Context: an optimization exercise on an open-source flow, tuned for small area, a short achievable clock period and few clock cycles. The choices shown serve that exercise and are no tape-out recipe.
In this exercise RTL edits were held to simulation tests only and were not proved equivalent to the original.
No activity file was given, so power comes from the tool's default toggle rates.

== main ==
// fondant_enc
module fondant_enc (
    input  wire        clk,
    input  wire        rst,
    input  wire        cfg_commit,
    input  wire [2:0]  cfg_mode,
    input  wire [4:0]  cfg_k,
    input  wire [4:0]  cfg_kmin,
    input  wire [4:0]  cfg_kmax,
    input  wire [11:0] cfg_target,
    input  wire        start,
    output wire        start_ready,
    input  wire [4:0]  s_depth,
    input  wire [1:0]  s_plane,
    input  wire [3:0]  s_rows_m1,
    input  wire [5:0]  s_cols_m1,
    input  wire        pix_valid,
    output wire        pix_ready,
    input  wire [15:0] pix_data,
    output reg         word_valid,
    output reg  [31:0] word_data,
    output reg         done,
    output wire [63:0] done_hdr,
    output wire [15:0] done_code
);
For scale: ~5,600 cells after synthesis, roughly 1,500 flip-flops, about 180 I/O pins, roughly 69,000 sq um of cells after synthesis.
Settings: LEC_CHECK=0, CAP_MARGIN=20, CORE_MARGIN=2, CORE_UTILIZATION=40, PLACE_DENSITY=0.6, SLEW_MARGIN=20; clock period 36.0 ns.
run.sh (not shown) runs the stock make flow with config.mk's settings and CLKGATE_MAP_FILE= SYNTH_SCRIPT=/design/flow/synth_recipe.tcl, a recipe that flattens the netlist after the stock synthesis.
main | stages: all done | timing, DRC, antenna: all pass
Testbench counts of main, summed over its fixed seeds: cycles 330,768.
Edits applied to the flow inputs when going from main to the feature branch:
Settings: ABC_AREA: unset -> 1.
### Flow results
Compared with main, in the feature branch width of the die stayed essentially flat, setup slack went down by 0.081 ns.
STATUS wire length: the feature branch loses against main
The feature branch reached the final stage; the timing, design-rule and antenna checks on its layout passed.
The feature branch vs. main: area added between synthesis and finish -0.28 points, fraction of the mapped netlist area in compound gates -0.56 points.
Compared with main, in the feature branch design internal power went down by about 2.3%; final instance area has remained practically unchanged; count of nets after finishing went up; post-synthesis instance area level; count of non-CTS buffers in the layout lost 31.
As far as proportion of cell area occupied by registers is concerned, the feature branch and main perform about the same.

========
## north
Another version of the RTL of fondant_enc (not shown whole).
Size: roughly 180 I/O pins, ~60000 sq um of cells after synthesis.
==> flow/config.mk <==
export PLATFORM = sky130hd
export DESIGN_NAME = fondant_enc
export DESIGN_NICKNAME = fondant_enc
export VERILOG_FILES = /design/flow/design.v
export SDC_FILE = /design/flow/constraint.sdc
export NUM_CORES = 4
export LEC_CHECK = 0
export ABC_AREA = 1
export CAP_MARGIN = 20
export CORE_MARGIN = 2
export CORE_UTILIZATION = 65
export PLACE_DENSITY = 0.8
export SLEW_MARGIN = 20
==> flow/constraint.sdc <==
create_clock -name core_clock -period 36.0 [get_ports {clk}]
set_input_delay 7.2000 -clock core_clock [delete_from_list [all_inputs] [get_ports {clk}]]
set_output_delay 7.2000 -clock core_clock [all_outputs]
set_load 0.01 [all_outputs]
standard.sh (not shown) runs the stock make flow with config.mk's settings and CLKGATE_MAP_FILE= SYNTH_SCRIPT=/design/flow/synth_recipe.tcl, a recipe that flattens the netlist after the stock synthesis.
==> flow/flow/run.sh <==
#!/bin/bash
# Standard ORFS layout (the standard.sh, same synthesis script and
# registers) with these changes, all passed as ORFS variables:
#  - synthesis: no separate full/half-adder mapping, and ABC maps for area
#    with amap (flow/abc_area.script, used through a copy of ORFS's scripts
#    folder in which only that file differs)
#  - ports buffered with buf_2 instead of the default delay buffer
#  - clock tree: larger sink clusters, no dummy loads
#  - timing repair asked to leave 27.6 ns of setup slack (the SDC is unchanged)
set -e
rm -rf scripts_amap
cp -r "$FLOW_HOME/scripts" scripts_amap
cp flow/abc_area.script scripts_amap/abc_area.script
export SCRIPTS_DIR="$PWD/scripts_amap"
export ADDER_MAP_FILE=
export BUFFER_PORTS_ARGS="-buffer_cell sky130_fd_sc_hd__buf_2"
export CTS_ARGS="-sink_clustering_enable -repair_clock_nets -dont_use_dummy_load -sink_clustering_size 24 -sink_clustering_max_diameter 80"
export SETUP_SLACK_MARGIN=27.6
bash standard.sh > standard.log 2>&1
==> flow/flow/abc_area.script <==
strash
dch
amap
topo
north: flow completed, timing, DRC and antenna clean
Testbench counts of north, summed over its fixed seeds: cycles 330,304.
The inputs of south differ from those of north as listed below.
==> flow/flow/abc_area.script <==
strash
dch
amap
topo
stime -c
buffer -c
upsize -c
dnsize -c
-- flow/config.mk --
<<< north, line 10
export CORE_MARGIN = 2
export CORE_UTILIZATION = 65
export PLACE_DENSITY = 0.8
export SLEW_MARGIN = 20
>>> south, line 10
export CORE_MARGIN = 2
export CORE_UTILIZATION = 60
export PLACE_DENSITY = 0.75
export SLEW_MARGIN = 20
Results
Run comparison: south worst setup path startpoint len_r[1]; north worst setup path startpoint code_o[7]
Taking north as the reference, in south total setup buffers inserted after CTS shows an increase of 1; die area shows an increase of about 10%; combinational power shows an increase of about 1%; first-pass GRT wire length shows a reduction of about 1.8%.
south vs north — fraction of area in multi-input gates rose 0.32 points.
| power | north vs south | ≈ equal |
Final critical-path share of the clock period across north and south: no real change.
Per the comparison of south with north, total wire length after detailed routing decreased 2.2%; total routing resource utilization after global routing decreased 3.1 points; worst reg-to-reg path cell count rose by about 2.6%.

-- what the ideal ports hide --
The results above use ideal ports. As a check the final layouts listed here were re-extracted and re-timed, cells and wires unchanged.
Step 1 sets driving cells, clkbuf_16 on the clock port and buf_2 on the other inputs (assumed; they add their load-dependent delay and slew).
Step 2 also shifts input and output timing later by t, the mid clock arrival at the registers, as if the neighbouring blocks saw the same clock.
a / b / c = ideal / step 1 / step 2; a / b = the first two.
run	t (ns)	setup WS [ns]	hold slack, ns
main	0.857	26.592 / 26.517 / 26.363	0.324 / 0.324 / 0.324
the feature branch	0.880	26.511 / 26.424 / 26.953	0.286 / 0.286 / 0.286
north	0.719	27.640 / 27.564 / 27.207	0.319 / 0.319 / 0.319
south	0.710	27.643 / 27.572 / 27.522	0.327 / 0.327 / 0.327
After both steps every run listed still meets setup and hold. The setup slack of north, which loses most, moves by -0.076 ns with the drivers and by -0.433 ns with both steps.
